Context: an optimization exercise on an open-source flow, tuned for small area, a short achievable clock period and few clock cycles per item. The choices shown serve that exercise and are no tape-out recipe.
Function was checked by simulation only, so behaviour that the tests miss may differ from the original.

[design/flow/config.mk]
export PLATFORM = sky130hd
export DESIGN_NAME = aes256_enc
export DESIGN_NICKNAME = aes256_enc
export VERILOG_FILES = /design/flow/design.v
export SDC_FILE = /design/flow/constraint.sdc
export NUM_CORES = 4
export LEC_CHECK = 0
export CAP_MARGIN = 20
export CELL_PAD_IN_SITES_DETAIL_PLACEMENT = 1
export CELL_PAD_IN_SITES_GLOBAL_PLACEMENT = 1
export CORE_MARGIN = 2
export CORE_UTILIZATION = 45
export CTS_BUF_LIST = sky130_fd_sc_hd__clkbuf_16
export CTS_CLUSTER_DIAMETER = 120
export CTS_CLUSTER_SIZE = 24
export GPL_ROUTABILITY_DRIVEN = 0
export PLACE_DENSITY = 0.55
export SETUP_SLACK_MARGIN = 5
export SLEW_MARGIN = 20
export SYNTH_HIERARCHICAL = 1
export SYNTH_MINIMUM_KEEP_SIZE = 0
[design/flow/constraint.sdc]
create_clock -name core_clock -period 9.0 [get_ports {clk}]
set_input_delay 1.8000 -clock core_clock [delete_from_list [all_inputs] [get_ports {clk}]]
set_output_delay 1.8000 -clock core_clock [all_outputs]
set_load 0.01 [all_outputs]
[design/flow/design.v]
module aes_sbox_p1d (input wire [7:0] u, output wire [11:0] h);
  wire U0 = u[7], U1 = u[6], U2 = u[5], U3 = u[4], U4 = u[3], U5 = u[2], U6 = u[1], U7 = u[0];
  wire T1, T2, T3, T4, T5, T6, T7, T8, T9, T10, T11, T12, T13, T14, T15, T16, T17, T18, T19, T20, T21, T22, T23, T24, T25, T26, T27, M1, M2, M3, M4, M5, M6, M7, M8, M9, M10, M11, M12, M13, M14, M15, M16, M17, M18, M19, M20, M21, M22, M23, M24, M25, M26, M27, M28, M29, M30, M31, M32, M33, M34, M35, M36, M37, M38, M39, M40;
  g_xor2 g0 (.a(U0), .b(U3), .y(T1));
  g_xor2 g1 (.a(U0), .b(U5), .y(T2));
  g_xor2 g2 (.a(U0), .b(U6), .y(T3));
  g_xor2 g3 (.a(U3), .b(U5), .y(T4));
  g_xor2 g4 (.a(U4), .b(U6), .y(T5));
  g_xor2 g5 (.a(T1), .b(T5), .y(T6));
  g_xor2 g6 (.a(U1), .b(U2), .y(T7));
  g_xor2 g7 (.a(U7), .b(T6), .y(T8));
  g_xor2 g8 (.a(U7), .b(T7), .y(T9));
  g_xor2 g9 (.a(T6), .b(T7), .y(T10));
  g_xor2 g10 (.a(U1), .b(U5), .y(T11));
  g_xor2 g11 (.a(U2), .b(U5), .y(T12));
  g_xor2 g12 (.a(T3), .b(T4), .y(T13));
  g_xor2 g13 (.a(T6), .b(T11), .y(T14));
  g_xor2 g14 (.a(T5), .b(T11), .y(T15));
  g_xor2 g15 (.a(T5), .b(T12), .y(T16));
  g_xor2 g16 (.a(T9), .b(T16), .y(T17));
  g_xor2 g17 (.a(U3), .b(U7), .y(T18));
  g_xor2 g18 (.a(T7), .b(T18), .y(T19));
  g_xor2 g19 (.a(T1), .b(T19), .y(T20));
  g_xor2 g20 (.a(U6), .b(U7), .y(T21));
  g_xor2 g21 (.a(T7), .b(T21), .y(T22));
  g_xor2 g22 (.a(T2), .b(T22), .y(T23));
  g_xor2 g23 (.a(T2), .b(T10), .y(T24));
  g_xor2 g24 (.a(T20), .b(T17), .y(T25));
  g_xor2 g25 (.a(T3), .b(T16), .y(T26));
  g_xor2 g26 (.a(T1), .b(T12), .y(T27));
  g_nand2 g27 (.a(T13), .b(T6), .y(M1));
  g_nand2 g28 (.a(T23), .b(T8), .y(M2));
  g_xnor2 g29 (.a(T14), .b(M1), .y(M3));
  g_nand2 g30 (.a(T19), .b(U7), .y(M4));
  g_xor2 g31 (.a(M4), .b(M1), .y(M5));
  g_nand2 g32 (.a(T3), .b(T16), .y(M6));
  g_nand2 g33 (.a(T22), .b(T9), .y(M7));
  g_xnor2 g34 (.a(T26), .b(M6), .y(M8));
  g_nand2 g35 (.a(T20), .b(T17), .y(M9));
  g_xor2 g36 (.a(M9), .b(M6), .y(M10));
  g_nand2 g37 (.a(T1), .b(T15), .y(M11));
  g_nand2 g38 (.a(T4), .b(T27), .y(M12));
  g_xor2 g39 (.a(M12), .b(M11), .y(M13));
  g_nand2 g40 (.a(T2), .b(T10), .y(M14));
  g_xor2 g41 (.a(M14), .b(M11), .y(M15));
  g_xnor2 g42 (.a(M3), .b(M2), .y(M16));
  g_xor2 g43 (.a(M5), .b(T24), .y(M17));
  g_xnor2 g44 (.a(M8), .b(M7), .y(M18));
  g_xor2 g45 (.a(M10), .b(M15), .y(M19));
  g_xor2 g46 (.a(M16), .b(M13), .y(M20));
  g_xor2 g47 (.a(M17), .b(M15), .y(M21));
  g_xor2 g48 (.a(M18), .b(M13), .y(M22));
  g_xor2 g49 (.a(M19), .b(T25), .y(M23));
  g_xnor2 g50 (.a(M22), .b(M23), .y(M24));
  g_nand2 g51 (.a(M22), .b(M20), .y(M25));
  g_xor2 g52 (.a(M21), .b(M25), .y(M26));
  g_xnor2 g53 (.a(M20), .b(M21), .y(M27));
  g_xor2 g54 (.a(M23), .b(M25), .y(M28));
  g_nor2 g55 (.a(M28), .b(M27), .y(M29));
  g_nor2 g56 (.a(M26), .b(M24), .y(M30));
  g_nand2 g57 (.a(M20), .b(M23), .y(M31));
  g_nor2 g58 (.a(M27), .b(M31), .y(M32));
  g_xor2 g59 (.a(M27), .b(M25), .y(M33));
  g_nand2 g60 (.a(M21), .b(M22), .y(M34));
  g_nor2 g61 (.a(M24), .b(M34), .y(M35));
  g_xor2 g62 (.a(M24), .b(M25), .y(M36));
  g_xor2 g63 (.a(M21), .b(M29), .y(M37));
  g_xor2 g64 (.a(M32), .b(M33), .y(M38));
  g_xor2 g65 (.a(M23), .b(M30), .y(M39));
  g_xor2 g66 (.a(M35), .b(M36), .y(M40));
  assign h = {M37, M38, M39, M40, T3, T6, T8, T9, T16, T19, T20, T23};
endmodule
module aes_sbox_p2d (input wire [11:0] h, output wire [7:0] y);
  wire M37, M38, M39, M40, T3, T6, T8, T9, T16, T19, T20, T23;
  assign {M37, M38, M39, M40, T3, T6, T8, T9, T16, T19, T20, T23} = h;
  wire U7, T17, T10, T13, T22, T1, T15, T27, T4, T2;
  wire M41, M42, M43, M44, M45, M46, M47, M48, M49, M50, M51, M52, M53, M54, M55, M56, M57, M58, M59, M60, M61, M62, M63, L0, L1, L2, L3, L4, L5, L6, L7, L8, L9, L10, L11, L12, L13, L14, L15, L16, L17, L18, L19, L20, L21, L22, L23, L24, L25, L26, L27, L28, L29, S0, S1, S2, S3, S4, S5, S6, S7;
  g_xor2 r0 (.a(T6), .b(T8), .y(U7));
  g_xor2 r1 (.a(T9), .b(T16), .y(T17));
  g_xor2 r2 (.a(T9), .b(T8), .y(T10));
  g_xor2 r3 (.a(T23), .b(T19), .y(T13));
  g_xor2 r4 (.a(T20), .b(T3), .y(T22));
  g_xor2 r5 (.a(T20), .b(T19), .y(T1));
  g_xor2 r6 (.a(U7), .b(T17), .y(T15));
  g_xor2 r7 (.a(T6), .b(T16), .y(T27));
  g_xor2 r8 (.a(T3), .b(T13), .y(T4));
  g_xor2 r9 (.a(T23), .b(T22), .y(T2));
  g_xor2 g0 (.a(M38), .b(M40), .y(M41));
  g_xor2 g1 (.a(M37), .b(M39), .y(M42));
  g_xor2 g2 (.a(M37), .b(M38), .y(M43));
  g_xor2 g3 (.a(M39), .b(M40), .y(M44));
  g_xor2 g4 (.a(M42), .b(M41), .y(M45));
  g_nand2 g5 (.a(M44), .b(T6), .y(M46));
  g_nand2 g6 (.a(M40), .b(T8), .y(M47));
  g_nand2 g7 (.a(M39), .b(U7), .y(M48));
  g_nand2 g8 (.a(M43), .b(T16), .y(M49));
  g_nand2 g9 (.a(M38), .b(T9), .y(M50));
  g_nand2 g10 (.a(M37), .b(T17), .y(M51));
  g_nand2 g11 (.a(M42), .b(T15), .y(M52));
  g_nand2 g12 (.a(M45), .b(T27), .y(M53));
  g_nand2 g13 (.a(M41), .b(T10), .y(M54));
  g_nand2 g14 (.a(M44), .b(T13), .y(M55));
  g_nand2 g15 (.a(M40), .b(T23), .y(M56));
  g_nand2 g16 (.a(M39), .b(T19), .y(M57));
  g_nand2 g17 (.a(M43), .b(T3), .y(M58));
  g_nand2 g18 (.a(M38), .b(T22), .y(M59));
  g_nand2 g19 (.a(M37), .b(T20), .y(M60));
  g_nand2 g20 (.a(M42), .b(T1), .y(M61));
  g_nand2 g21 (.a(M45), .b(T4), .y(M62));
  g_nand2 g22 (.a(M41), .b(T2), .y(M63));
  g_xor2 g23 (.a(M61), .b(M62), .y(L0));
  g_xor2 g24 (.a(M50), .b(M56), .y(L1));
  g_xor2 g25 (.a(M46), .b(M48), .y(L2));
  g_xor2 g26 (.a(M47), .b(M55), .y(L3));
  g_xor2 g27 (.a(M54), .b(M58), .y(L4));
  g_xor2 g28 (.a(M49), .b(M61), .y(L5));
  g_xnor2 g29 (.a(M62), .b(L5), .y(L6));
  g_xnor2 g30 (.a(M46), .b(L3), .y(L7));
  g_xor2 g31 (.a(M51), .b(M59), .y(L8));
  g_xor2 g32 (.a(M52), .b(M53), .y(L9));
  g_xnor2 g33 (.a(M53), .b(L4), .y(L10));
  g_xnor2 g34 (.a(M60), .b(L2), .y(L11));
  g_xor2 g35 (.a(M48), .b(M51), .y(L12));
  g_xnor2 g36 (.a(M50), .b(L0), .y(L13));
  g_xor2 g37 (.a(M52), .b(M61), .y(L14));
  g_xnor2 g38 (.a(M55), .b(L1), .y(L15));
  g_xnor2 g39 (.a(M56), .b(L0), .y(L16));
  g_xnor2 g40 (.a(M57), .b(L1), .y(L17));
  g_xnor2 g41 (.a(M58), .b(L8), .y(L18));
  g_xnor2 g42 (.a(M63), .b(L4), .y(L19));
  g_xor2 g43 (.a(L0), .b(L1), .y(L20));
  g_xor2 g44 (.a(L1), .b(L7), .y(L21));
  g_xor2 g45 (.a(L3), .b(L12), .y(L22));
  g_xor2 g46 (.a(L18), .b(L2), .y(L23));
  g_xor2 g47 (.a(L15), .b(L9), .y(L24));
  g_xor2 g48 (.a(L6), .b(L10), .y(L25));
  g_xor2 g49 (.a(L7), .b(L9), .y(L26));
  g_xor2 g50 (.a(L8), .b(L10), .y(L27));
  g_xor2 g51 (.a(L11), .b(L14), .y(L28));
  g_xor2 g52 (.a(L11), .b(L17), .y(L29));
  g_xor2 g53 (.a(L6), .b(L24), .y(S0));
  g_xnor2 g54 (.a(L16), .b(L26), .y(S1));
  g_xnor2 g55 (.a(L19), .b(L28), .y(S2));
  g_xor2 g56 (.a(L6), .b(L21), .y(S3));
  g_xor2 g57 (.a(L20), .b(L22), .y(S4));
  g_xor2 g58 (.a(L25), .b(L29), .y(S5));
  g_xnor2 g59 (.a(L13), .b(L27), .y(S6));
  g_xnor2 g60 (.a(L6), .b(L23), .y(S7));
  assign y = {S0, S1, S2, S3, S4, S5, S6, S7};
endmodule
module aes_sbox_p1k (input wire [7:0] u, output wire [8:0] h);
  wire U0 = u[7], U1 = u[6], U2 = u[5], U3 = u[4], U4 = u[3], U5 = u[2], U6 = u[1], U7 = u[0];
  wire T1, T2, T3, T4, T5, T6, T7, T8, T9, T10, T11, T12, T13, T14, T15, T16, T17, T18, T19, T20, T21, T22, T23, T24, T25, T26, T27, M1, M2, M3, M4, M5, M6, M7, M8, M9, M10, M11, M12, M13, M14, M15, M16, M17, M18, M19, M20, M21, M22, M23, M24, M25, M26, M27, M28, M29, M30, M31, M32, M33, M34, M35, M36, M37, M38, M39, M40;
  g_xor2 g0 (.a(U0), .b(U3), .y(T1));
  g_xor2 g1 (.a(U0), .b(U5), .y(T2));
  g_xor2 g2 (.a(U0), .b(U6), .y(T3));
  g_xor2 g3 (.a(U3), .b(U5), .y(T4));
  g_xor2 g4 (.a(U4), .b(U6), .y(T5));
  g_xor2 g5 (.a(T1), .b(T5), .y(T6));
  g_xor2 g6 (.a(U1), .b(U2), .y(T7));
  g_xor2 g7 (.a(U7), .b(T6), .y(T8));
  g_xor2 g8 (.a(U7), .b(T7), .y(T9));
  g_xor2 g9 (.a(T6), .b(T7), .y(T10));
  g_xor2 g10 (.a(U1), .b(U5), .y(T11));
  g_xor2 g11 (.a(U2), .b(U5), .y(T12));
  g_xor2 g12 (.a(T3), .b(T4), .y(T13));
  g_xor2 g13 (.a(T6), .b(T11), .y(T14));
  g_xor2 g14 (.a(T5), .b(T11), .y(T15));
  g_xor2 g15 (.a(T5), .b(T12), .y(T16));
  g_xor2 g16 (.a(T9), .b(T16), .y(T17));
  g_xor2 g17 (.a(U3), .b(U7), .y(T18));
  g_xor2 g18 (.a(T7), .b(T18), .y(T19));
  g_xor2 g19 (.a(T1), .b(T19), .y(T20));
  g_xor2 g20 (.a(U6), .b(U7), .y(T21));
  g_xor2 g21 (.a(T7), .b(T21), .y(T22));
  g_xor2 g22 (.a(T2), .b(T22), .y(T23));
  g_xor2 g23 (.a(T2), .b(T10), .y(T24));
  g_xor2 g24 (.a(T20), .b(T17), .y(T25));
  g_xor2 g25 (.a(T3), .b(T16), .y(T26));
  g_xor2 g26 (.a(T1), .b(T12), .y(T27));
  g_nand2 g27 (.a(T13), .b(T6), .y(M1));
  g_nand2 g28 (.a(T23), .b(T8), .y(M2));
  g_xnor2 g29 (.a(T14), .b(M1), .y(M3));
  g_nand2 g30 (.a(T19), .b(U7), .y(M4));
  g_xor2 g31 (.a(M4), .b(M1), .y(M5));
  g_nand2 g32 (.a(T3), .b(T16), .y(M6));
  g_nand2 g33 (.a(T22), .b(T9), .y(M7));
  g_xnor2 g34 (.a(T26), .b(M6), .y(M8));
  g_nand2 g35 (.a(T20), .b(T17), .y(M9));
  g_xor2 g36 (.a(M9), .b(M6), .y(M10));
  g_nand2 g37 (.a(T1), .b(T15), .y(M11));
  g_nand2 g38 (.a(T4), .b(T27), .y(M12));
  g_xor2 g39 (.a(M12), .b(M11), .y(M13));
  g_nand2 g40 (.a(T2), .b(T10), .y(M14));
  g_xor2 g41 (.a(M14), .b(M11), .y(M15));
  g_xnor2 g42 (.a(M3), .b(M2), .y(M16));
  g_xor2 g43 (.a(M5), .b(T24), .y(M17));
  g_xnor2 g44 (.a(M8), .b(M7), .y(M18));
  g_xor2 g45 (.a(M10), .b(M15), .y(M19));
  g_xor2 g46 (.a(M16), .b(M13), .y(M20));
  g_xor2 g47 (.a(M17), .b(M15), .y(M21));
  g_xor2 g48 (.a(M18), .b(M13), .y(M22));
  g_xor2 g49 (.a(M19), .b(T25), .y(M23));
  g_xnor2 g50 (.a(M22), .b(M23), .y(M24));
  g_nand2 g51 (.a(M22), .b(M20), .y(M25));
  g_xor2 g52 (.a(M21), .b(M25), .y(M26));
  g_xnor2 g53 (.a(M20), .b(M21), .y(M27));
  g_xor2 g54 (.a(M23), .b(M25), .y(M28));
  g_nor2 g55 (.a(M28), .b(M27), .y(M29));
  g_nor2 g56 (.a(M26), .b(M24), .y(M30));
  g_nand2 g57 (.a(M20), .b(M23), .y(M31));
  g_nor2 g58 (.a(M27), .b(M31), .y(M32));
  g_xor2 g59 (.a(M27), .b(M25), .y(M33));
  g_nand2 g60 (.a(M21), .b(M22), .y(M34));
  g_nor2 g61 (.a(M24), .b(M34), .y(M35));
  g_xor2 g62 (.a(M24), .b(M25), .y(M36));
  g_xor2 g63 (.a(M21), .b(M29), .y(M37));
  g_xor2 g64 (.a(M32), .b(M33), .y(M38));
  g_xor2 g65 (.a(M23), .b(M30), .y(M39));
  g_xor2 g66 (.a(M35), .b(M36), .y(M40));
  assign h = {M37, M38, M39, M40, T8, T9, T13, T17, T19};
endmodule
module aes_sbox_p2k (input wire [7:0] u, input wire [8:0] h, output wire [7:0] y);
  wire U0 = u[7], U1 = u[6], U2 = u[5], U3 = u[4], U4 = u[3], U5 = u[2], U6 = u[1], U7 = u[0];
  wire M37, M38, M39, M40, T8, T9, T13, T17, T19;
  assign {M37, M38, M39, M40, T8, T9, T13, T17, T19} = h;
  wire T6, T16, T10, T23, T3, T22, T1, T15, T27, T20, T4, T2;
  wire M41, M42, M43, M44, M45, M46, M47, M48, M49, M50, M51, M52, M53, M54, M55, M56, M57, M58, M59, M60, M61, M62, M63, L0, L1, L2, L3, L4, L5, L6, L7, L8, L9, L10, L11, L12, L13, L14, L15, L16, L17, L18, L19, L20, L21, L22, L23, L24, L25, L26, L27, L28, L29, S0, S1, S2, S3, S4, S5, S6, S7;
  g_xor2 r0 (.a(T8), .b(U7), .y(T6));
  g_xor2 r1 (.a(T9), .b(T17), .y(T16));
  g_xor2 r2 (.a(T8), .b(T9), .y(T10));
  g_xor2 r3 (.a(T13), .b(T19), .y(T23));
  g_xor2 r4 (.a(U0), .b(U6), .y(T3));
  g_xor2 r5 (.a(T9), .b(U6), .y(T22));
  g_xor2 r6 (.a(U0), .b(U3), .y(T1));
  g_xor2 r7 (.a(T17), .b(U7), .y(T15));
  g_xor2 r8 (.a(T6), .b(T16), .y(T27));
  g_xor2 r9 (.a(T9), .b(U0), .y(T20));
  g_xor2 r10 (.a(T13), .b(T3), .y(T4));
  g_xor2 r11 (.a(U0), .b(U5), .y(T2));
  g_xor2 g0 (.a(M38), .b(M40), .y(M41));
  g_xor2 g1 (.a(M37), .b(M39), .y(M42));
  g_xor2 g2 (.a(M37), .b(M38), .y(M43));
  g_xor2 g3 (.a(M39), .b(M40), .y(M44));
  g_xor2 g4 (.a(M42), .b(M41), .y(M45));
  g_nand2 g5 (.a(M44), .b(T6), .y(M46));
  g_nand2 g6 (.a(M40), .b(T8), .y(M47));
  g_nand2 g7 (.a(M39), .b(U7), .y(M48));
  g_nand2 g8 (.a(M43), .b(T16), .y(M49));
  g_nand2 g9 (.a(M38), .b(T9), .y(M50));
  g_nand2 g10 (.a(M37), .b(T17), .y(M51));
  g_nand2 g11 (.a(M42), .b(T15), .y(M52));
  g_nand2 g12 (.a(M45), .b(T27), .y(M53));
  g_nand2 g13 (.a(M41), .b(T10), .y(M54));
  g_nand2 g14 (.a(M44), .b(T13), .y(M55));
  g_nand2 g15 (.a(M40), .b(T23), .y(M56));
  g_nand2 g16 (.a(M39), .b(T19), .y(M57));
  g_nand2 g17 (.a(M43), .b(T3), .y(M58));
  g_nand2 g18 (.a(M38), .b(T22), .y(M59));
  g_nand2 g19 (.a(M37), .b(T20), .y(M60));
  g_nand2 g20 (.a(M42), .b(T1), .y(M61));
  g_nand2 g21 (.a(M45), .b(T4), .y(M62));
  g_nand2 g22 (.a(M41), .b(T2), .y(M63));
  g_xor2 g23 (.a(M61), .b(M62), .y(L0));
  g_xor2 g24 (.a(M50), .b(M56), .y(L1));
  g_xor2 g25 (.a(M46), .b(M48), .y(L2));
  g_xor2 g26 (.a(M47), .b(M55), .y(L3));
  g_xor2 g27 (.a(M54), .b(M58), .y(L4));
  g_xor2 g28 (.a(M49), .b(M61), .y(L5));
  g_xnor2 g29 (.a(M62), .b(L5), .y(L6));
  g_xnor2 g30 (.a(M46), .b(L3), .y(L7));
  g_xor2 g31 (.a(M51), .b(M59), .y(L8));
  g_xor2 g32 (.a(M52), .b(M53), .y(L9));
  g_xnor2 g33 (.a(M53), .b(L4), .y(L10));
  g_xnor2 g34 (.a(M60), .b(L2), .y(L11));
  g_xor2 g35 (.a(M48), .b(M51), .y(L12));
  g_xnor2 g36 (.a(M50), .b(L0), .y(L13));
  g_xor2 g37 (.a(M52), .b(M61), .y(L14));
  g_xnor2 g38 (.a(M55), .b(L1), .y(L15));
  g_xnor2 g39 (.a(M56), .b(L0), .y(L16));
  g_xnor2 g40 (.a(M57), .b(L1), .y(L17));
  g_xnor2 g41 (.a(M58), .b(L8), .y(L18));
  g_xnor2 g42 (.a(M63), .b(L4), .y(L19));
  g_xor2 g43 (.a(L0), .b(L1), .y(L20));
  g_xor2 g44 (.a(L1), .b(L7), .y(L21));
  g_xor2 g45 (.a(L3), .b(L12), .y(L22));
  g_xor2 g46 (.a(L18), .b(L2), .y(L23));
  g_xor2 g47 (.a(L15), .b(L9), .y(L24));
  g_xor2 g48 (.a(L6), .b(L10), .y(L25));
  g_xor2 g49 (.a(L7), .b(L9), .y(L26));
  g_xor2 g50 (.a(L8), .b(L10), .y(L27));
  g_xor2 g51 (.a(L11), .b(L14), .y(L28));
  g_xor2 g52 (.a(L11), .b(L17), .y(L29));
  g_xor2 g53 (.a(L6), .b(L24), .y(S0));
  g_xnor2 g54 (.a(L16), .b(L26), .y(S1));
  g_xnor2 g55 (.a(L19), .b(L28), .y(S2));
  g_xor2 g56 (.a(L6), .b(L21), .y(S3));
  g_xor2 g57 (.a(L20), .b(L22), .y(S4));
  g_xor2 g58 (.a(L25), .b(L29), .y(S5));
  g_xnor2 g59 (.a(L13), .b(L27), .y(S6));
  g_xnor2 g60 (.a(L6), .b(L23), .y(S7));
  assign y = {S0, S1, S2, S3, S4, S5, S6, S7};
endmodule
module g_xor2 (input wire a, input wire b, output wire y);
  assign y = a ^ b;
endmodule
module g_xnor2 (input wire a, input wire b, output wire y);
  assign y = ~(a ^ b);
endmodule
module g_nand2 (input wire a, input wire b, output wire y);
  assign y = ~(a & b);
endmodule
module g_nor2 (input wire a, input wire b, output wire y);
  assign y = ~(a | b);
endmodule
module g_mux2 (input wire a, input wire b, input wire s, input wire sn, output wire y);
  assign y = (a & sn) | (b & s);
endmodule
module aes_mixcol (
    input  wire [31:0] a,
    input  wire [31:0] rk,
    output wire [31:0] y
);
  wire [7:0] kb [0:3];
  wire [7:0] ak [0:3];    
  wire [7:0] ab [0:3];
  wire [7:0] t  [0:3];    
  wire [7:0] u  [0:3];    
  genvar k, b;
  generate
    for (k = 0; k < 4; k = k + 1) begin : g_col
      assign ab[k] = a[31-8*k -: 8];
      assign kb[k] = rk[31-8*k -: 8];
    end
    for (k = 0; k < 4; k = k + 1) begin : g_byte
      wire [2:0] xr;
      for (b = 0; b < 8; b = b + 1) begin : g_bit
        g_xor2 x_t (.a(ab[k][b]), .b(ab[(k+1)%4][b]), .y(t[k][b]));
      end
      for (b = 0; b < 8; b = b + 1) begin : g_bit2
        g_xor2 x_k (.a(ab[(k+1)%4][b]), .b(kb[k][b]), .y(ak[k][b]));
        g_xor2 x_u (.a(ak[k][b]), .b(t[(k+2)%4][b]), .y(u[k][b]));
      end
      g_xor2 x_r1 (.a(t[k][0]), .b(t[k][7]), .y(xr[0]));
      g_xor2 x_r3 (.a(t[k][2]), .b(t[k][7]), .y(xr[1]));
      g_xor2 x_r4 (.a(t[k][3]), .b(t[k][7]), .y(xr[2]));
      g_xor2 x_y0 (.a(u[k][0]), .b(t[k][7]), .y(y[31-8*k-7]));
      g_xor2 x_y1 (.a(u[k][1]), .b(xr[0]),   .y(y[31-8*k-6]));
      g_xor2 x_y2 (.a(u[k][2]), .b(t[k][1]), .y(y[31-8*k-5]));
      g_xor2 x_y3 (.a(u[k][3]), .b(xr[1]),   .y(y[31-8*k-4]));
      g_xor2 x_y4 (.a(u[k][4]), .b(xr[2]),   .y(y[31-8*k-3]));
      g_xor2 x_y5 (.a(u[k][5]), .b(t[k][4]), .y(y[31-8*k-2]));
      g_xor2 x_y6 (.a(u[k][6]), .b(t[k][5]), .y(y[31-8*k-1]));
      g_xor2 x_y7 (.a(u[k][7]), .b(t[k][6]), .y(y[31-8*k-0]));
    end
  endgenerate
endmodule
module vec_xor #(parameter W = 8) (
    input  wire [W-1:0] a,
    input  wire [W-1:0] b,
    output wire [W-1:0] y
);
  genvar i;
  generate
    for (i = 0; i < W; i = i + 1) begin : g
      g_xor2 x (.a(a[i]), .b(b[i]), .y(y[i]));
    end
  endgenerate
endmodule
module vec_mux #(parameter W = 8) (
    input  wire [W-1:0] a,
    input  wire [W-1:0] b,
    input  wire         s,
    input  wire         sn,
    output wire [W-1:0] y
);
  genvar i;
  generate
    for (i = 0; i < W; i = i + 1) begin : g
      g_mux2 m (.a(a[i]), .b(b[i]), .s(s), .sn(sn), .y(y[i]));
    end
  endgenerate
endmodule
module aes_key_step #(parameter ODD = 1) (
    input  wire [255:0] window,
    input  wire [31:0]  sub,
    input  wire [7:0]   rcon,
    output wire [255:0] next_window
);
  wire [31:0] temp;
  wire [31:0] w0, w1, w2, w3;
  wire [31:0] x0r, x01r, x23;
  generate
    if (ODD) begin : g_odd
      assign temp = {sub[23:0], sub[31:24]};
      vec_xor #(8) u_x0r (.a(window[255:248]), .b(rcon), .y(x0r[31:24]));
      assign x0r[23:0] = window[247:224];
    end else begin : g_even
      assign temp = sub;
      assign x0r  = window[255:224];
    end
  endgenerate
  vec_xor #(32) u_x01r (.a(x0r), .b(window[223:192]), .y(x01r));
  vec_xor #(32) u_x23  (.a(window[191:160]), .b(window[159:128]), .y(x23));
  vec_xor #(32) u_w0 (.a(x0r),  .b(temp), .y(w0));
  vec_xor #(32) u_w1 (.a(x01r), .b(temp), .y(w1));
  vec_xor #(32) u_w2 (.a(window[191:160]), .b(w1), .y(w2));
  vec_xor #(32) u_w3 (.a(x23),  .b(w1), .y(w3));
  assign next_window = {window[127:0], w0, w1, w2, w3};
endmodule
module aes256_enc (
    input  wire         clk,
    input  wire         rst,
    input  wire         in_valid,
    output wire         in_ready,
    input  wire [255:0] in_key,
    input  wire [127:0] in_block,
    output wire         out_valid,
    output wire [127:0] out_block
);
  localparam HW = 12;         
  localparam KW = 9;          
  reg [127:0]     a_state, c_state;
  reg [255:0]     a_key,   c_key;
  reg             a_valid, c_valid;
  reg  [2:0]      a_pass,  c_pass;
  reg             a_last,  c_last;
  reg [16*HW-1:0] b_h,     d_h;
  reg [4*KW-1:0]  b_kh,    d_kh;
  reg [255:0]     b_key,   d_key;
  reg             b_valid, d_valid;
  reg  [2:0]      b_pass,  d_pass;
  reg             b_last,  d_last;
  reg [127:0]     out_q;
  reg             out_valid_q;
  reg             in_ready_q;    
  reg             load_q;        
  reg             load_nq;       
  wire [16*HW-1:0] ah, ch;
  wire [4*KW-1:0]  akh, ckh;
  genvar i;
  generate
    for (i = 0; i < 16; i = i + 1) begin : g_s1
      aes_sbox_p1d u_a (.u(a_state[127-8*i -: 8]), .h(ah[16*HW-1-HW*i -: HW]));
      aes_sbox_p1d u_c (.u(c_state[127-8*i -: 8]), .h(ch[16*HW-1-HW*i -: HW]));
    end
    for (i = 0; i < 4; i = i + 1) begin : g_k1
      aes_sbox_p1k u_a (.u(a_key[31-8*i -: 8]), .h(akh[4*KW-1-KW*i -: KW]));
      aes_sbox_p1k u_c (.u(c_key[31-8*i -: 8]), .h(ckh[4*KW-1-KW*i -: KW]));
    end
  endgenerate
  wire [7:0]   bsb [0:15];
  wire [7:0]   dsb [0:15];
  wire [127:0] b_shifted, d_shifted;
  wire [127:0] b_mixed,   d_mixed;
  wire [127:0] result;
  wire [31:0]  b_ksub, d_ksub;
  wire [255:0] b_key_next, d_key_next;
  generate
    for (i = 0; i < 16; i = i + 1) begin : g_s2
      aes_sbox_p2d u_b (.h(b_h[16*HW-1-HW*i -: HW]), .y(bsb[i]));
      aes_sbox_p2d u_d (.h(d_h[16*HW-1-HW*i -: HW]), .y(dsb[i]));
      assign b_shifted[127-8*i -: 8] = bsb[(i + 4 * (i % 4)) % 16];
      assign d_shifted[127-8*i -: 8] = dsb[(i + 4 * (i % 4)) % 16];
    end
    for (i = 0; i < 4; i = i + 1) begin : g_k2
      aes_sbox_p2k u_b (.u(b_key[31-8*i -: 8]), .h(b_kh[4*KW-1-KW*i -: KW]),
                        .y(b_ksub[31-8*i -: 8]));
      aes_sbox_p2k u_d (.u(d_key[31-8*i -: 8]), .h(d_kh[4*KW-1-KW*i -: KW]),
                        .y(d_ksub[31-8*i -: 8]));
      aes_mixcol u_mb (.a(b_shifted[127-32*i -: 32]), .rk(b_key[127-32*i -: 32]),
                       .y(b_mixed[127-32*i -: 32]));
      aes_mixcol u_md (.a(d_shifted[127-32*i -: 32]), .rk(d_key[127-32*i -: 32]),
                       .y(d_mixed[127-32*i -: 32]));
    end
  endgenerate
  wire [7:0] rcon;
  generate
    for (i = 0; i < 7; i = i + 1) begin : g_rcon
      assign rcon[i] = (b_pass == i);
    end
  endgenerate
  assign rcon[7] = 1'b0;
  aes_key_step #(.ODD(1)) u_key_b (
      .window(b_key), .sub(b_ksub), .rcon(rcon), .next_window(b_key_next));
  aes_key_step #(.ODD(0)) u_key_d (
      .window(d_key), .sub(d_ksub), .rcon(8'h00), .next_window(d_key_next));
  vec_xor #(128) u_final (.a(d_shifted), .b(d_key[127:0]), .y(result));
  wire [127:0] first;
  vec_xor #(128) u_first (.a(in_block), .b(in_key[255:128]), .y(first));
  wire [127:0] a_state_d;
  wire [255:0] a_key_d;
  vec_mux #(128) u_mux_s (.a(d_mixed),    .b(first),  .s(load_q), .sn(load_nq),
                          .y(a_state_d));
  vec_mux #(256) u_mux_k (.a(d_key_next), .b(in_key), .s(load_q), .sn(load_nq),
                          .y(a_key_d));
  assign in_ready  = in_ready_q;
  assign out_valid = out_valid_q;
  assign out_block = out_q;
  always @(posedge clk) begin
    b_h     <= ah;
    b_kh    <= akh;
    b_key   <= a_key;
    b_pass  <= a_pass;
    b_last  <= a_last;
    c_state <= b_mixed;
    c_key   <= b_key_next;
    c_pass  <= b_pass;
    c_last  <= b_last;
    d_h     <= ch;
    d_kh    <= ckh;
    d_key   <= c_key;
    d_pass  <= c_pass;
    d_last  <= c_last;
    a_state <= a_state_d;
    a_key   <= a_key_d;
    a_pass  <= load_q ? 3'd0 : d_pass + 3'd1;
    a_last  <= !load_q && (d_pass == 3'd5);
    out_q   <= result;
    if (rst) begin
      a_valid     <= 1'b0;
      b_valid     <= 1'b0;
      c_valid     <= 1'b0;
      d_valid     <= 1'b0;
      out_valid_q <= 1'b0;
      in_ready_q  <= 1'b1;
      load_q      <= 1'b1;
      load_nq     <= 1'b0;
    end else begin
      a_valid     <= load_q ? in_valid : d_valid;
      b_valid     <= a_valid;
      c_valid     <= b_valid;
      d_valid     <= c_valid;
      out_valid_q <= d_valid && d_last;
      in_ready_q  <= !c_valid || (c_pass == 3'd6);
      load_q      <= !c_valid || c_last;
      load_nq     <= c_valid && !c_last;
    end
  end
endmodule
[design/flow/flow/run.sh]
#!/bin/bash
set -euo pipefail
args=""
while IFS= read -r line; do
  [[ -z "$line" || "$line" == \#* ]] && continue
  args="$args '$line'"
done < flow/extra.txt
grep -q 'SETUP_SLACK_MARGIN=' standard.sh || true
sed "s/SETUP_SLACK_MARGIN=[-0-9.]* //; s|\"\${@:-finish}\"|$args \"\${@:-finish}\"|" standard.sh > standard_extra.sh
bash standard_extra.sh > flow.log 2>&1
[design/flow/flow/extra.txt]
SETUP_SLACK_MARGIN=5.45
BUFFER_PORTS_ARGS=-buffer_cell sky130_fd_sc_hd__buf_1
[design/flow/standard.sh]
#!/bin/bash
# synth_recipe.tcl (not shown) runs the flow's synth.tcl, then flattens the netlist and writes it again
# the make line also repeats each setting of config.mk as NAME=value (left out here)
make -C /OpenROAD-flow-scripts/flow DESIGN_CONFIG=/design/flow/config.mk WORK_HOME=/design/flow/orfs CLKGATE_MAP_FILE= SYNTH_SCRIPT=/design/flow/synth_recipe.tcl "${@:-finish}"
==> impl_metrics.csv, run 1 <==
group,metric,value,unit
critical_path,crit_path_max_incr_delay,0.53,ns
critical_path,setup.worst_path.end_class,"flip-flop",
critical_path,critical_path_buf_inv_count,0,
floorplan,ioPinCount,517,
critical_path,cp_max_fo,4,
global_route,grt_pass1_wl,486000,um
sta,min_period,3.58,ns
finish,area_growth,3.79,%
finish,utilization,46.9,%
logic_synthesis,synth.distinct_cells,19,
critical_path,cp_num_cells,9,
critical_path,r2r_cells,9,
critical_path,required,9.64,ns
placed_design,portBuffers,516,
floorplan,die_width,490,um
logic_synthesis,syn_area,106000,sq um
logic_synthesis,syn_nets,11026,
critical_path,crit_top_cell,"xor2_1",
detailed_routing,drt-initial-drc-count,3206,
logic_synthesis,yosys_warnings,8,
hold_path,hold_path_class,"reg -> reg",
finish,most-common-layout-cells,"xor2_1, dfxtp_1, nand2_1",
critical_path,crit_type,"reg -> reg",
critical_path,crit_path_end,"c_state[57]$_DFF_P_",
global_route,grt_max_degree,120,
critical_path,r2r_start,"b_h[106]$_DFF_P_",
clocking,cts_root_buf,"clkbuf_16",
clocking,clock_latency,0.79,ns
status,status,"no timing/DRC/antenna violations",
clocking,cts_tree,"yes",
sta,final-hold-violation-count,0,
critical_path,slowest_stage,"xor2_1",
placed_design,hpwl,292000,um
detailed_routing,vias,64393,
detailed_routing,route.detailed.drc,0,
floorplan,start_util,45.2,%
sta,setup-violations-final,0,
critical_path,r2r_end,"c_state[57]$_DFF_P_",
clocking,clock_sink_count,1888,
detailed_routing,drt_wl_total,345000,um
clocking,hold_buffers,0,
finish,fin_nets,10702,
sta,fin_crit_sh,39.8,%
finish,final_common_cell,"xor2_1",
logic_synthesis,yosysSeqAreaShare,35.6,%
global_route,grt-ovfl-total,0,
critical_path,r2r_setup_slack,5.42,ns
sta,skew,0.0323,ns
detailed_routing,ant_nets,0,
detailed_routing,first_pass_iters,5,
floorplan,die_height,490,um
sta,maxSlewViolCount,0,
logic_synthesis,synth_seq_cells,1888,
finish,drive_above_1_share,4.77,%
clocking,clockBufferDepth,3,
run,cap_viol_max_count,0,
logic_synthesis,syn_area_per_cell,9.99,sq um
sta,max_freq,279,MHz
floorplan,rows,178,
clocking,htreeDepth,3,
clocking,cts_made_buffers,89,
critical_path,startpoint,"b_h[106]$_DFF_P_",
global_route,grt_pass1_vias,68519,
sta,rsz0062_at_grt,"yes",
global_route,antenna_found_initial,43,
critical_path,arrival,4.22,ns
logic_synthesis,postSynthCellCount,10637,
detailed_routing,vias_per_cell,4.77,
critical_path,startpoint_type,"flip-flop",
critical_path,crit_family,"XOR/XNOR gates",
sta,fin_setup_tns,0,ns
floorplan,die_area,240000,sq um
clocking,clk_pin_slew,0.10,ns
sta,maxSlewHeadroom,18.3,%
floorplan,coreArea,235000,sq um
sta,worst_pin_slew,1.22,ns
detailed_routing,wl_per_cell,25.5,um
global_route,track_usage,27.8,%
critical_path,path_cells,"xor2_1, xor2_1, nand2_1, xor2_1, xnor2_1, xnor2_2, xor2_1, xor2_1, xor2_1",
[final cells by class]
| cell class | count | area, sq um |
|---|---|---|
| repair buffers | 617 | 2830 |
| diodes | 19 | 47.5 |
| inverters | 1 | 3.75 |
| flip-flops and latches | 1888 | 37800 |
| multi-input cells | 7716 | 63200 |
| clock inverters | 13 | 148 |
| clock buffers | 91 | 2280 |
| fillers | 26012 | 125000 |
| well taps | 3150 | 3940 |
[cells in the mapped netlist]
cell	n	area [sq um]
o21ai_0	1	5.00
nor2b_2	1	8.76
nand2_1	1204	4520
a22o_1	384	3360
buf_4	1032	7750
nor2b_4	1	13.8
nor2b_1	2	12.5
nor3_1	1	5.00
nor3b_1	3	22.5
ha_1	2	25.0
dfxtp_1	1888	37800
nand2b_1	1	6.26
mux2i_1	1	10.0
xnor2_1	801	7020
conb_1	1	3.75
xor2_1	5144	45100
nor2_1	167	627
inv_1	1	3.75
and3b_1	2	17.5
[kinds of logic (layout without fill, tap and decap cells)]
logic type | after synthesis | count (layout) | share of synthesized area [%]
xor gates and xnor gates | 5945 | 5945 | 49.0
DFF | 1888 | 1888 | 35.6
and+or+nand+nor | 1382 | 1382 | 4.92
buffers and inverters | 1033 | 722 | 7.29
AOI/OAI and AO/OA | 385 | 385 | 3.17
adders and majority gates | 2 | 2 | 0.0235
other | 1 | 20 | 0.00353
muxes | 1 | 1 | 0.00942
[flip-flops by register name (all words and copies together), names as in the netlist, 128 cells and up]
name,count
a_key,256
b_key,256
c_key,256
d_key,256
b_h,192
d_h,192
a_state,128
c_state,128
out_q,128
[worst register-to-register path, stage by stage (launching register included)]
cell,delay [ns]
dfxtp_1,0.42
xor2_1,0.32
xor2_1,0.22
nand2_1,0.15
xor2_1,0.46
xnor2_1,0.19
xnor2_2,0.52
xor2_1,0.54
xor2_1,0.23
xor2_1,0.40
[worst min-delay path by stage]
stage                                   from                 end  slack (ns)  cells past startpoint
after floorplan           a_key[100]$_DFF_P_  b_key[100]$_DFF_P_        0.31                      0
after global placement     c_key[91]$_DFF_P_   d_key[91]$_DFF_P_        0.31                      0
final                     a_key[195]$_DFF_P_  b_key[195]$_DFF_P_        0.32                      0
after global routing      c_key[115]$_DFF_P_  d_key[115]$_DFF_P_        0.33                      0
after detailed placement   a_key[51]$_DFF_P_   b_key[51]$_DFF_P_        0.31                      0
after CTS                 c_key[115]$_DFF_P_  d_key[115]$_DFF_P_        0.31                      0
[what timing repair did]
item	in CTS	in global routing
pin swaps	2	19
gates resized for setup	97	222
setup endpoints to repair	144	229
setup buffers	0	34
[per-layer routing]
layer	vias up	track usage, %	share of wire [%]
li1	31017	-	-
met1	31940	37.3	45
met2	1058	46.0	47
met3	340	3.61	4.7
met4	38	9.32	3.8
met5	-	0	0.061
[Yosys stat by module, one instance, submodules excluded, excerpt]
module | area, sq um | times used | cells inside
g_nand2 | 3.75 | 1200 | 1
aes_sbox_p1k | 67.6 | 8 | 9
aes256_enc | 38000 | 1 | 1917
g_xor2 | 8.76 | 5144 | 1
g_mux2 | 8.76 | 384 | 1
g_nor2 | 3.75 | 160 | 1
aes_sbox_p1d | 90.1 | 32 | 12
g_xnor2 | 8.76 | 800 | 1
aes_sbox_p2d | 60.1 | 32 | 8
aes_sbox_p2k | 60.1 | 8 | 8
[stage by stage]
stage	setup WS (ns)	instances	cell area (sq um)	hold slack, ns
2_1_floorplan	6.13	10637	106000	0.310
3_3_place_gp	5.06	13337	105000	0.310
3_5_place_dp	4.99	13338	105000	0.313
4_1_cts	5.27	13442	108000	0.311
5_1_grt	5.28	13479	110000	0.334
6_report	5.42	13495	110000	0.316
Testbench counts, summed over its fixed seeds: cycles 7,208, blocks 1,024.
==> inputs of run 2 (changes only) <==
==> design/flow/flow/extra.txt (replaced) <==
SETUP_SLACK_MARGIN=5.9
BUFFER_PORTS_ARGS=-buffer_cell sky130_fd_sc_hd__buf_1
==> run 2 against run 1 <==
  * Non-clock buffer count increased by 425
  * Synthesized area is the same
  * Synthesized cell count did not move
  * Count of clock-buffer cells in the layout unchanged
  * Critical path type unchanged
==> impl_metrics.csv, run 2 <==
group,metric,value,unit
hold_path,hold_depth,0,
clocking,clock_latency,0.79,ns
critical_path,crit_path_max_incr_delay,0.43,ns
clocking,cts_root_buf,"clkbuf_16",
logic_synthesis,synth.distinct_cells,19,
sta,worst_pin_slew,0.955,ns
logic_synthesis,synth-main-ff-cell,"dfxtp_1",
critical_path,startpoint_type,"flip-flop",
logic_synthesis,syn_area_per_cell,9.99,sq um
hold_path,hold_end,"b_key[195]$_DFF_P_",
logic_synthesis,syn_area,106000,sq um
critical_path,r2r_end,"c_state[59]$_DFF_P_",
run,cap_viol_max_count,0,
sta,min_period,3.24,ns
clocking,htreeDepth,3,
logic_synthesis,yosysSeqAreaShare,35.6,%
hold_path,hold_path_class,"reg -> reg",
critical_path,slowest_stage,"dfxtp_1",
logic_synthesis,async_flop_share,0,%
critical_path,startpoint,"b_h[105]$_DFF_P_",
sta,setup-violations-final,0,
global_route,grt_pass1_vias,70560,
global_route,grt_pass1_wl,499000,um
sta,maxSlewViolCount,0,
placed_design,portBuffers,516,
clocking,clk_pin_slew,0.11,ns
sta,fin_setup_tns,0,ns
finish,fin_nets,11127,
sta,max_freq,309,MHz
logic_synthesis,syn_nets,11026,
sta,final-hold-violation-count,0,
logic_synthesis,yosys_warnings,8,
clocking,clockBufferDepth,3,
logic_synthesis,synth_top_area_share,42.4,%
critical_path,cp_max_fo,4,
logic_synthesis,postSynthCellCount,10637,
detailed_routing,ant_nets,0,
clocking,cts_tree,"yes",
sta,fin_crit_sh,36.0,%
logic_synthesis,synth_edf_count,0,
floorplan,die_area,240000,sq um
status,status,"no timing/DRC/antenna violations",
critical_path,required,9.65,ns
detailed_routing,wl_per_cell,25.9,um
detailed_routing,drt-initial-drc-count,3249,
logic_synthesis,ys_top_cells_by_count,"xor2_1, dfxtp_1, nand2_1",
finish,final_common_cell,"xor2_1",
hold_path,min_from,"a_key[195]$_DFF_P_",
detailed_routing,vias,66461,
logic_synthesis,netlist_top_cells_area,"xor2_1, dfxtp_1, buf_4, xnor2_1, nand2_1",
finish,area_growth,18.4,%
finish,most-common-layout-cells,"xor2_1, dfxtp_1, nand2_1",
logic_synthesis,synth_seq_cells,1888,
sta,rsz0062_at_grt,"yes",
floorplan,rows,178,
detailed_routing,first_pass_iters,5,
clocking,cts_made_buffers,89,
clocking,clock_sink_count,1888,
critical_path,critical_path_buf_inv_count,1,
floorplan,ioPinCount,517,
global_route,track_usage,28.6,%
finish,utilization,53.5,%
global_route,grt_max_degree,120,
critical_path,path_cells,"xor2_1, xor2_1, nand2_1, xor2_4, xor2_1, xor2_2, buf_4, xor2_1, xor2_1, xor2_1",
floorplan,die_width,490,um
global_route,antenna_found_initial,46,
critical_path,crit_type,"reg -> reg",
finish,drive_above_1_share,22.3,%
critical_path,r2r_setup_slack,5.76,ns
placed_design,hpwl,292000,um
critical_path,r2r_start,"b_h[105]$_DFF_P_",
global_route,grt-ovfl-total,0,
detailed_routing,route.detailed.drc,0,
logic_synthesis,yosysMostFrequentCell,"xor2_1",
critical_path,r2r_cells,10,
critical_path,setup.worst_path.end_class,"flip-flop",
floorplan,coreArea,235000,sq um
floorplan,start_util,45.2,%
floorplan,die_height,490,um
sta,skew,0.0294,ns
critical_path,crit_top_cell,"xor2_1",
detailed_routing,vias_per_cell,4.77,
clocking,hold_buffers,0,
logic_synthesis,synth_top_area_cell,"xor2_1",
critical_path,arrival,3.89,ns
detailed_routing,drt_wl_total,360000,um
sta,maxSlewHeadroom,36.1,%
critical_path,crit_family,"XOR/XNOR gates",
run 2: kinds of logic (layout without fill, tap and decap cells):
group           Yosys count  in the layout  synth area share (%)
simple gates           1382           1382                  4.92
xor+xnor               5945           5945                  49.0
compound gates          385            385                  3.17
other cells               1             19               0.00353
buf+inv                1033           1147                  7.29
fa+ha+maj                 2              2                0.0235
flops                  1888           1888                  35.6
mux                       1              1               0.00942
run 2: metrics by stage:
stage | hold slack (ns) | instance area (sq um) | worst slack (ns) | instances
3_5_place_dp | 0.313 | 105000 | 4.99 | 13338
3_3_place_gp | 0.310 | 105000 | 5.06 | 13337
6_report | 0.310 | 126000 | 5.76 | 13919
4_1_cts | 0.311 | 117000 | 5.71 | 13658
2_1_floorplan | 0.310 | 106000 | 6.13 | 10637
5_1_grt | 0.326 | 126000 | 5.62 | 13904
run 2: per-module statistics from Yosys, one instance, submodules excluded, excerpt:
module / flops+latches / cells / cell area [sq um] / copies in the design
aes256_enc: 1888 / 1917 / 38000 / 1
aes_sbox_p1d: 0 / 12 / 90.1 / 32
aes_sbox_p1k: 0 / 9 / 67.6 / 8
aes_sbox_p2d: 0 / 8 / 60.1 / 32
aes_sbox_p2k: 0 / 8 / 60.1 / 8
g_mux2: 0 / 1 / 8.76 / 384
g_xnor2: 0 / 1 / 8.76 / 800
g_xor2: 0 / 1 / 8.76 / 5144
g_nand2: 0 / 1 / 3.75 / 1200
g_nor2: 0 / 1 / 3.75 / 160
run 2: layer usage:
metal	global-route usage [%]	up-vias	routed length, um
met5	0	-	226
met1	38.2	33703	158000
met3	3.55	385	14700
li1	-	31194	-
met4	9.87	38	14600
met2	47.5	1141	172000
run 2: final cells by class:
class	count	area, sq um
repair buffers	1042	7600
multi-input cells	7716	73300
well taps	3150	3940
flip-flops and latches	1888	38400
clock buffers	91	2280
inverters	1	3.75
clock inverters	13	148
diodes	18	45.0
fillers	24711	109000
run 2: worst max-delay path by stage:
stage | to | slack (ns) | cells after the start
after CTS | c_key[58]$_DFF_P_ | 5.71 | 8
after global placement | a_state[100]$_DFF_P_ | 5.06 | 10
final | c_state[59]$_DFF_P_ | 5.76 | 10
after global routing | a_state[108]$_DFF_P_ | 5.62 | 12
after detailed placement | a_state[99]$_DFF_P_ | 4.99 | 10
after floorplan | b_h[104]$_DFF_P_ | 6.13 | 11
run 2: repair_timing:
item	CTS	global route
endpoints found under the setup margin	682	547
resized for setup	1182	1047
setup buffers	216	243
gates cloned	0	0
pin swaps	117	258
==> inputs of run 3 (changes only) <==
==> design/flow/flow/extra.txt (replaced) <==
SETUP_SLACK_MARGIN=5.6
BUFFER_PORTS_ARGS=-buffer_cell sky130_fd_sc_hd__buf_1
==> run 3 against run 2 <==
  * Utilization shrank 5.2 points
  * Sequential share of layout area grew 2.8 points
  * Flip-flop and latch count is the same
  * Worst hold slack lost 0.00077 ns
  * Synthesized area is the same
==> impl_metrics.csv, run 3 <==
group,metric,value,unit
status,status,"no timing/DRC/antenna violations",
critical_path,r2r_setup_slack,5.55,ns
floorplan,die_area,240000,sq um
floorplan,die_height,490,um
sta,max_freq,290,MHz
logic_synthesis,synth.distinct_cells,19,
logic_synthesis,synth-main-ff-cell,"dfxtp_1",
detailed_routing,drt-initial-drc-count,3073,
finish,final_common_cell,"xor2_1",
logic_synthesis,netlist_top_cells_area,"xor2_1, dfxtp_1, buf_4, xnor2_1, nand2_1",
critical_path,setup.worst_path.end_class,"flip-flop",
critical_path,r2r_cells,7,
placed_design,portBuffers,516,
clocking,hold_buffers,0,
global_route,grt-ovfl-total,0,
logic_synthesis,syn_nets,11026,
logic_synthesis,yosys_warnings,8,
hold_path,min_from,"a_key[195]$_DFF_P_",
clocking,clock_latency,0.79,ns
placed_design,dp_worst_setup_slack,4.99,ns
placed_design,hpwl,292000,um
critical_path,r2r_end,"c_key[60]$_DFF_P_",
sta,fin_crit_sh,38.3,%
floorplan,ioPinCount,517,
sta,worst_pin_slew,1.17,ns
logic_synthesis,async_flop_share,0,%
critical_path,arrival,4.08,ns
logic_synthesis,yosysMostFrequentCell,"xor2_1",
logic_synthesis,synth_top_area_cell,"xor2_1",
logic_synthesis,synth_seq_cells,1888,
sta,rsz0062_at_grt,"yes",
clocking,htreeDepth,3,
run,cap_viol_max_count,0,
sta,final-hold-violation-count,0,
critical_path,cp_max_fo,6,
detailed_routing,vias,64946,
clocking,cts_made_buffers,89,
floorplan,rows,178,
finish,drive_above_1_share,8.13,%
finish,area_growth,6.75,%
global_route,grt_max_degree,120,
global_route,track_usage,27.9,%
critical_path,startpoint_type,"flip-flop",
clocking,cts_root_buf,"clkbuf_16",
critical_path,crit_type,"reg -> reg",
hold_path,hold_depth,0,
finish,most-common-layout-cells,"xor2_1, dfxtp_1, nand2_1",
floorplan,die_width,490,um
sta,fin_ws,5.55,ns
finish,fin_nets,10800,
logic_synthesis,syn_area_per_cell,9.99,sq um
detailed_routing,vias_per_cell,4.78,
logic_synthesis,synth_top_area_share,42.4,%
hold_path,hold_end,"b_key[195]$_DFF_P_",
finish,utilization,48.3,%
global_route,grt_pass1_wl,487000,um
global_route,grt_pass1_vias,68727,
detailed_routing,route.detailed.drc,0,
sta,maxSlewHeadroom,21.5,%
global_route,antenna_found_initial,40,
clocking,clk_pin_slew,0.10,ns
detailed_routing,drt_wl_total,347000,um
sta,skew,0.0269,ns
critical_path,r2r_start,"b_key[23]$_DFF_P_",
logic_synthesis,yosysSeqAreaShare,35.6,%
detailed_routing,ant_nets,0,
sta,min_period,3.45,ns
floorplan,start_util,45.2,%
sta,fin_setup_tns,0,ns
sta,maxSlewViolCount,0,
logic_synthesis,ys_top_cells_by_count,"xor2_1, dfxtp_1, nand2_1",
sta,setup-violations-final,0,
placed_design,place_area,105000,sq um
floorplan,coreArea,235000,sq um
clocking,clockBufferDepth,3,
detailed_routing,wl_per_cell,25.6,um
logic_synthesis,syn_area,106000,sq um
detailed_routing,first_pass_iters,5,
logic_synthesis,synth_edf_count,0,
clocking,clock_sink_count,1888,
hold_path,hold_path_class,"reg -> reg",
critical_path,required,9.63,ns
finish,final_cell_area,113000,sq um
clocking,cts_tree,"yes",
logic_synthesis,postSynthCellCount,10637,
run 3: cell count changes in the layout (fill, tap and decap cells not counted), sizes merged:
cell,previous run,this run
diode,18,19
buf,1042,715
run 3: cell type report:
cell class | count | area, sq um
antenna | 19 | 47.5
clock buffer | 91 | 2280
clock inverter | 13 | 148
fill | 25772 | 122000
inverter | 1 | 3.75
multi-input combinational | 7716 | 65400
sequential | 1888 | 37900
tap | 3150 | 3940
timing repair buffer | 715 | 3770
run 3: cell families (layout without fill, tap and decap cells):
kind of cell               count (synthesis)  in the layout  synth area share [%]
AOI/OAI and AO/OA                        385            385                  3.17
and+or+nand+nor                         1382           1382                  4.92
adders and majority gates                  2              2                0.0235
buffers and inverters                   1033            820                  7.29
DFF                                     1888           1888                  35.6
muxes                                      1              1               0.00942
other                                      1             20               0.00353
xor gates and xnor gates                5945           5945                  49.0
run 3: through the flow:
step / hold WS [ns] / std cells
2_1_floorplan: 0.310 / 10637
3_3_place_gp: 0.310 / 13337
3_5_place_dp: 0.313 / 13338
4_1_cts: 0.311 / 13453
5_1_grt: 0.334 / 13578
6_report: 0.309 / 13593
run 3: worst max-delay path by stage:
stage / from / end / slack (ns)
after detailed placement: d_h[190]$_DFF_P_ / a_state[99]$_DFF_P_ / 4.99
final: b_key[23]$_DFF_P_ / c_key[60]$_DFF_P_ / 5.55
after floorplan: a_state[71]$_DFF_P_ / b_h[104]$_DFF_P_ / 6.13
after CTS: d_h[69]$_DFF_P_ / a_state[107]$_DFF_P_ / 5.51
after global placement: d_h[190]$_DFF_P_ / a_state[100]$_DFF_P_ / 5.06
after global routing: d_h[99]$_DFF_P_ / a_state[56]$_DFF_P_ / 5.39
run 3: per-module statistics from Yosys, one instance, submodules excluded, a selection:
module | cells | copies in the design | cell area (sq um) | flip-flops and latches
g_nand2 | 1 | 1200 | 3.75 | 0
g_xnor2 | 1 | 800 | 8.76 | 0
g_xor2 | 1 | 5144 | 8.76 | 0
aes_sbox_p2d | 8 | 32 | 60.1 | 0
g_nor2 | 1 | 160 | 3.75 | 0
aes_sbox_p1d | 12 | 32 | 90.1 | 0
aes_sbox_p1k | 9 | 8 | 67.6 | 0
aes256_enc | 1917 | 1 | 38000 | 1888
g_mux2 | 1 | 384 | 8.76 | 0
aes_sbox_p2k | 8 | 8 | 60.1 | 0
run 3: critical path, cell delays in order, from the launching register on:
cell	delay (ns)
dfxtp_1	0.53
xor2_1	0.27
xor2_1	0.18
nand2_1	0.12
xnor2_1	0.54
xor2_1	0.65
xor2_1	0.86
xor2_1	0.14
run 3: per-layer routing:
| metal | vias up | GRT usage (%) | share of wire (%) |
|---|---|---|---|
| met4 | 40 | 9.79 | 4.1 |
| li1 | 31067 | - | - |
| met5 | - | 0 | 0.063 |
| met2 | 1020 | 46.0 | 47 |
| met3 | 347 | 3.73 | 3.6 |
| met1 | 32472 | 37.4 | 46 |
run 3: timing repair:
item,CTS,global route
setup endpoints to repair,269,359
pin swaps,6,46
hold endpoints to repair,0,0
setup buffers,11,121
resized for setup,258,363
==> inputs of run 4 (changes only) <==
==> design/flow/flow/extra.txt (replaced) <==
SETUP_SLACK_MARGIN=5.75
BUFFER_PORTS_ARGS=-buffer_cell sky130_fd_sc_hd__buf_1
SKIP_GATE_CLONING=1
==> run 4 against run 3 <==
  * Still clean
  * Register-to-register slack better by 0.19 ns
  * Routed wire length up 1.4%
  * Non-clock buffer count up 150
  * Cell count up 1.1%
==> impl_metrics.csv, run 4 <==
group,metric,value,unit
critical_path,path_cells,"xor2_2, xor2_1, nand2_1, xor2_2, xor2_1, xnor2_1, buf_4, xor2_2, xor2_1, xor2_1, a22o_2",
logic_synthesis,synth.distinct_cells,19,
critical_path,r2r_start,"d_h[107]$_DFF_P_",
sta,min_period,3.26,ns
finish,final_common_cell,"xor2_1",
detailed_routing,vias_per_cell,4.76,
critical_path,startpoint,"d_h[107]$_DFF_P_",
clocking,clock_sink_count,1888,
finish,multi_input_area,68600,sq um
finish,area_growth,11.2,%
critical_path,arrival,3.91,ns
finish,drive_above_1_share,13.4,%
logic_synthesis,syn_nets,11026,
clocking,clockBufferDepth,3,
sta,skew,0.0281,ns
status,status,"no timing/DRC/antenna violations",
detailed_routing,drt-initial-drc-count,3164,
detailed_routing,wl_per_cell,25.6,um
logic_synthesis,ys_top_cells_by_count,"xor2_1, dfxtp_1, nand2_1",
detailed_routing,drt_wl_total,352000,um
floorplan,die_width,490,um
logic_synthesis,netlist_top_cells_area,"xor2_1, dfxtp_1, buf_4, xnor2_1, nand2_1",
logic_synthesis,synth_top_area_share,42.4,%
run,cap_viol_max_count,0,
floorplan,ioPinCount,517,
clocking,cts_made_buffers,89,
logic_synthesis,yosysMostFrequentCell,"xor2_1",
global_route,grt_max_degree,120,
placed_design,portBuffers,516,
global_route,grt.busiest_layer,"met2",
sta,maxSlewViolCount,0,
sta,rsz0062_at_grt,"yes",
floorplan,die_area,240000,sq um
sta,worst_pin_slew,1.17,ns
sta,setup-violations-final,0,
sta,fin_crit_sh,36.2,%
finish,utilization,50.3,%
global_route,met1_usage,37.7,%
detailed_routing,route.detailed.drc,0,
logic_synthesis,yosys_warnings,8,
clocking,cts_tree,"yes",
clocking,cts_root_buf,"clkbuf_16",
critical_path,crit_type,"reg -> reg",
critical_path,cp_max_fo,4,
finish,final_cell_area,118000,sq um
detailed_routing,first_pass_iters,5,
floorplan,coreArea,235000,sq um
sta,final-hold-violation-count,0,
finish,fin_cells,13741,
sta,max_freq,307,MHz
global_route,met2_usage,46.5,%
critical_path,crit_top_cell,"xor2_1",
floorplan,rows,178,
global_route,grt_pass1_vias,69423,
finish,most-common-layout-cells,"xor2_1, dfxtp_1, nand2_1",
detailed_routing,ant_nets,0,
critical_path,required,9.66,ns
clocking,htreeDepth,3,
sta,fin_setup_tns,0,ns
clocking,hold_buffers,0,
clocking,clk_pin_slew,0.10,ns
global_route,track_usage,28.2,%
placed_design,hpwl,292000,um
hold_path,hold_path_class,"reg -> reg",
logic_synthesis,synth_seq_cells,1888,
finish,seq_area,38000,sq um
sta,maxSlewHeadroom,21.7,%
floorplan,die_height,490,um
global_route,grt-ovfl-total,0,
critical_path,slowest_stage,"dfxtp_1",
placed_design,place_area,105000,sq um
logic_synthesis,synth-main-ff-cell,"dfxtp_1",
logic_synthesis,syn_area_per_cell,9.99,sq um
detailed_routing,vias,65445,
critical_path,startpoint_type,"flip-flop",
global_route,antenna_found_initial,47,
finish,fin_nets,10950,
finish,n_fill_cell,25416,
logic_synthesis,postSynthCellCount,10637,
logic_synthesis,async_flop_share,0,%
hold_path,min_from,"a_key[195]$_DFF_P_",
clocking,clock_latency,0.79,ns
critical_path,crit_path_max_incr_delay,0.45,ns
global_route,gr-usage-met3,3.65,%
floorplan,start_util,45.2,%
logic_synthesis,syn_area,106000,sq um
global_route,grt_pass1_wl,492000,um
logic_synthesis,yosysSeqAreaShare,35.6,%
logic_synthesis,synth_top_area_cell,"xor2_1",
placed_design,dp.cells,13338,
critical_path,setup.worst_path.end_class,"flip-flop",
logic_synthesis,synth_edf_count,0,
sta,holdWs,0.314,ns
==> run 4: cell count changes in the layout (fill, tap and decap cells not counted), moves of 20 or more <==
| cell | previous run | this run |
|---|---|---|
| xnor2_2 | 98 | 130 |
| xor2_1 | 4769 | 4503 |
| buf_4 | 172 | 303 |
| xor2_4 | 64 | 115 |
| xnor2_1 | 682 | 630 |
| dfxtp_2 | 44 | 106 |
| xnor2_4 | 21 | 41 |
| dfxtp_1 | 1840 | 1769 |
| xor2_2 | 311 | 526 |
==> run 4: modules after synthesis (local to each module, per instance), a selection <==
module	cells	cell area [sq um]	copies in the design
aes256_enc	1917	38000	1
aes_sbox_p1d	12	90.1	32
aes_sbox_p1k	9	67.6	8
aes_sbox_p2d	8	60.1	32
aes_sbox_p2k	8	60.1	8
g_mux2	1	8.76	384
g_nand2	1	3.75	1200
g_nor2	1	3.75	160
g_xnor2	1	8.76	800
g_xor2	1	8.76	5144
==> run 4: what timing repair did <==
item                       4_1_cts  5_1_grt
cloned                           0        0
gates resized for setup        510      607
setup buffers                   91      191
setup endpoints to repair      439      410
pin swaps                       47      127
==> run 4: cell families (layout without fill, tap and decap cells) <==
kind of cell | Yosys count | in the layout | share of synthesized area [%]
AOI/OAI and AO/OA | 385 | 385 | 3.17
xor gates and xnor gates | 5945 | 5945 | 49.0
adders and majority gates | 2 | 2 | 0.0235
buffers and inverters | 1033 | 970 | 7.29
DFF | 1888 | 1888 | 35.6
muxes | 1 | 1 | 0.00942
other | 1 | 18 | 0.00353
and+or+nand+nor | 1382 | 1382 | 4.92
==> run 4: path summary, 6_finish.rpt <==
check / end / slack [ns] / cells after the start
setup / recovery: a_state[54]$_DFF_P_ / 5.74 / 11
hold / removal: b_key[195]$_DFF_P_ / 0.31 / 0
setup reg to reg: a_state[54]$_DFF_P_ / 5.74 / 11
hold reg to reg: b_key[195]$_DFF_P_ / 0.31 / 0
==> run 4: worst max-delay path: cells and delay by family, from the launching register on <==
family,cells,cell delay (ns)
and+or+nand+nor,1,0.19
AOI/OAI and AO/OA,1,0.37
buffers and inverters,1,0.27
xor gates and xnor gates,8,1.82
DFF,1,0.45
==> run 4: metal layers <==
metal	up-vias	share of wire (%)
met5	-	0.063
met4	38	4.2
met3	351	4.3
met2	1053	47
met1	32855	44
li1	31148	-
==> run 4: cell type report <==
type / count / share of cell area, %
Clock buffer: 91 / 1.93
Tap cell: 3150 / 3.34
Clock inverter: 13 / 0.125
Antenna cell: 17 / 0.0360
Inverter: 1 / 0.00318
Multi-Input combinational cell: 7716 / 58.1
Sequential cell: 1888 / 32.1
Timing Repair Buffer: 865 / 4.35
==> run 4: metrics by stage <==
| stage | setup WS [ns] |
|---|---|
| after global routing | 5.59 |
| after floorplan | 6.13 |
| after global placement | 5.06 |
| after detailed placement | 4.99 |
| after CTS | 5.57 |
| final | 5.74 |

## re-timing with driven ports
The results above use ideal ports. As a check the final layouts listed here were re-extracted and re-timed, cells and wires unchanged.
Step 1 (the two cells are an assumption about what drives the block):
set clk [get_ports {clk}]
set_driving_cell -lib_cell sky130_fd_sc_hd__clkbuf_16 $clk
set_driving_cell -lib_cell sky130_fd_sc_hd__buf_2 [delete_from_list [all_inputs] $clk]
Step 2 times the ports against the registers' clock, not the clock port: input delays grow and output delays shrink by t, the midpoint of the rising clock arrivals with the driver on.
a / b / c = no drivers / after step 1 / after step 2; a / b = the first two.
run	t, ns	setup slack, ns	worst data-port slew with drivers (ns)
run 1	0.871	5.416 / 5.402 / 5.370	0.22
run 2	0.871	5.759 / 5.731 / 5.505	0.22
run 3	0.871	5.553 / 5.553 / 5.419	0.24
run 4	0.873	5.744 / 5.707 / 5.420	0.24
After both steps setup and hold are still met in every run listed. The setup slack of run 4, which loses most, moves by -0.037 ns with the drivers and by -0.324 ns with both steps.
